Background: an optimization exercise with open tools, aiming at small area, a short achievable clock period and few clock cycles. Do not read the settings as production practice.
Function was checked by simulation only, so behaviour that the tests miss may differ from the original.
No activity file was given, so power comes from the tool's default toggle rates.

== green ==
## fondant_enc
module fondant_enc (
    input  wire        clk,
    input  wire        rst,
    input  wire        cfg_commit,
    input  wire [2:0]  cfg_mode,
    input  wire [4:0]  cfg_k,
    input  wire [4:0]  cfg_kmin,
    input  wire [4:0]  cfg_kmax,
    input  wire [11:0] cfg_target,
    input  wire        start,
    output wire        start_ready,
    input  wire [4:0]  s_depth,
    input  wire [1:0]  s_plane,
    input  wire [3:0]  s_rows_m1,
    input  wire [5:0]  s_cols_m1,
    input  wire        pix_valid,
    output wire        pix_ready,
    input  wire [15:0] pix_data,
    output reg         word_valid,
    output reg  [31:0] word_data,
    output reg         done,
    output wire [63:0] done_hdr,
    output wire [15:0] done_code
);
Size in the first run: ~5500 cells after synthesis, about 1500 flip-flops, ~180 I/O pins, about 67000 um^2 of cells after synthesis.
clock: 36.0 ns
lec_check: 0
cap_margin: 20
core_margin: 2
core_utilization: 40
place_density: 0.6
slew_margin: 20
standard.sh (not shown) runs the stock make flow with config.mk's settings and CLKGATE_MAP_FILE= SYNTH_SCRIPT=/design/flow/synth_recipe.tcl, a recipe that flattens the netlist after the stock synthesis.
==> flow/flow/run.sh <==
#!/bin/bash
# Standard ORFS layout; ports buffered with buf_4 instead of the default
# delay buffer, and timing repair asked to leave 27.5 ns of setup slack.
export BUFFER_PORTS_ARGS="-buffer_cell sky130_fd_sc_hd__buf_4"
export SETUP_SLACK_MARGIN=27.5
bash standard.sh > standard.log 2>&1
green was carried through to the last stage, and its layout satisfied the timing, design-rule and antenna checks.
Testbench counts of green, summed over its fixed seeds: cycles 330,768.
The following lists how orange was set up differently from green:
==> flow/flow/run.sh <==
#!/bin/bash
# Standard ORFS layout with: ports buffered with buf_2 instead of the
# default delay buffer; clock tree from clkbuf_8 without dummy loads.
export BUFFER_PORTS_ARGS="-buffer_cell sky130_fd_sc_hd__buf_2"
export CTS_ARGS="-sink_clustering_enable -repair_clock_nets -sink_clustering_size 25 -buf_list sky130_fd_sc_hd__clkbuf_8 -dont_use_dummy_load"
bash standard.sh > standard.log 2>&1
Results
Between orange and green, the sequential power figures differ only marginally. Non-clock buffer count is lower on orange. Final cell count went down slightly going from green to orange. Summary of orange over green: power decreased by 520 uW relative to the old numbers; design area decreased by about 4% relative to the old numbers; clock network power share decreased by 6.8 points relative to the old numbers.

== wip/harbor ==
fondant_enc, a different RTL version from the one above (not shown whole).
Size: ~6200 cells after synthesis, about 1500 flip-flops, ~180 I/O pins, about 66000 um2 of cells after synthesis.
==> flow/config.mk <==
export PLATFORM = sky130hd
export DESIGN_NAME = fondant_enc
export DESIGN_NICKNAME = fondant_enc
export VERILOG_FILES = /design/flow/design.v
export SDC_FILE = /design/flow/constraint.sdc
export NUM_CORES = 4
export LEC_CHECK = 0
export ABC_AREA = 1
export CAP_MARGIN = 20
export CORE_MARGIN = 2
export CORE_UTILIZATION = 65
export PLACE_DENSITY = 0.8
export SLEW_MARGIN = 20
==> flow/constraint.sdc <==
create_clock -name core_clock -period 36.0 [get_ports {clk}]
set_input_delay 7.2000 -clock core_clock [delete_from_list [all_inputs] [get_ports {clk}]]
set_output_delay 7.2000 -clock core_clock [all_outputs]
set_load 0.01 [all_outputs]
==> flow/flow/run.sh <==
#!/bin/bash
# Standard ORFS layout (the standard.sh) with three changes, all passed
# as ORFS variables:
#  - ports buffered with buf_2 instead of the default delay buffer
#  - clock tree: larger sink clusters, no dummy loads
#  - timing repair asked to leave 27.6 ns of setup slack (the SDC is unchanged)
export BUFFER_PORTS_ARGS="-buffer_cell sky130_fd_sc_hd__buf_2"
export CTS_ARGS="-sink_clustering_enable -repair_clock_nets -dont_use_dummy_load -sink_clustering_size 24 -sink_clustering_max_diameter 80"
export SETUP_SLACK_MARGIN=27.6
bash standard.sh > standard.log 2>&1
Testbench counts of wip/harbor, summed over its fixed seeds: cycles 330,448.
Modified inputs, wip/quartz compared to wip/harbor
# wip/harbor
export LEC_CHECK = 0
export ABC_AREA = 1
export CAP_MARGIN = 20
export CORE_MARGIN = 2
export CORE_UTILIZATION = 65
export PLACE_DENSITY = 0.8
export SLEW_MARGIN = 20
create_clock -name core_clock -period 36.0 [get_ports {clk}]
# wip/quartz
export LEC_CHECK = 0
export CAP_MARGIN = 20
export CORE_MARGIN = 2
export CORE_UTILIZATION = 40
export PLACE_DENSITY = 0.6
export SLEW_MARGIN = 20
create_clock -name core_clock -period 36.0 [get_ports {clk}]
[summary]
wip/quartz reports a lower multi-input gate count than wip/harbor does. From wip/harbor to wip/quartz the numbers moved as follows: met2 usage in global routing has decreased, relative area of non-clock buffer cells in the final design has increased, total design power has decreased.

-- re-timing with driven ports --
In the flow no input, the clock included, has a driving cell. The finished layouts below were timed again as built, in two steps.
Step 1 (the two cells are an assumption about what drives the block):
set clk [get_ports {clk}]
set_driving_cell -lib_cell sky130_fd_sc_hd__clkbuf_16 $clk
set_driving_cell -lib_cell sky130_fd_sc_hd__buf_2 [delete_from_list [all_inputs] $clk]
Step 2 times the ports against the registers' clock, not the clock port: input delays grow and output delays shrink by t, the midpoint of the rising clock arrivals with the driver on.
a / b / c = ideal / step 1 / step 2; a / b = the first two.
run	shift t [ns]	slack for setup (ns)	worst hold slack (ns)	worst register clock-pin slew, ns	cell pins on the clock port's net
green	0.869	27.340 / 27.261 / 26.888	0.295 / 0.295 / 0.295	0.07 / 0.07	1
orange	0.984	27.193 / 27.116 / 26.671	0.297 / 0.297 / 0.297	0.07 / 0.07	1
wip/harbor	0.720	27.641 / 27.562 / 27.544	0.317 / 0.317 / 0.317	0.10 / 0.10	1
wip/quartz	0.795	27.551 / 27.460 / 27.311	0.270 / 0.270 / 0.270	0.10 / 0.10	1
After both steps every run listed still meets setup and hold. For orange, which loses most, drivers alone change the setup slack by -0.077 ns; drivers and shift together by -0.522 ns.
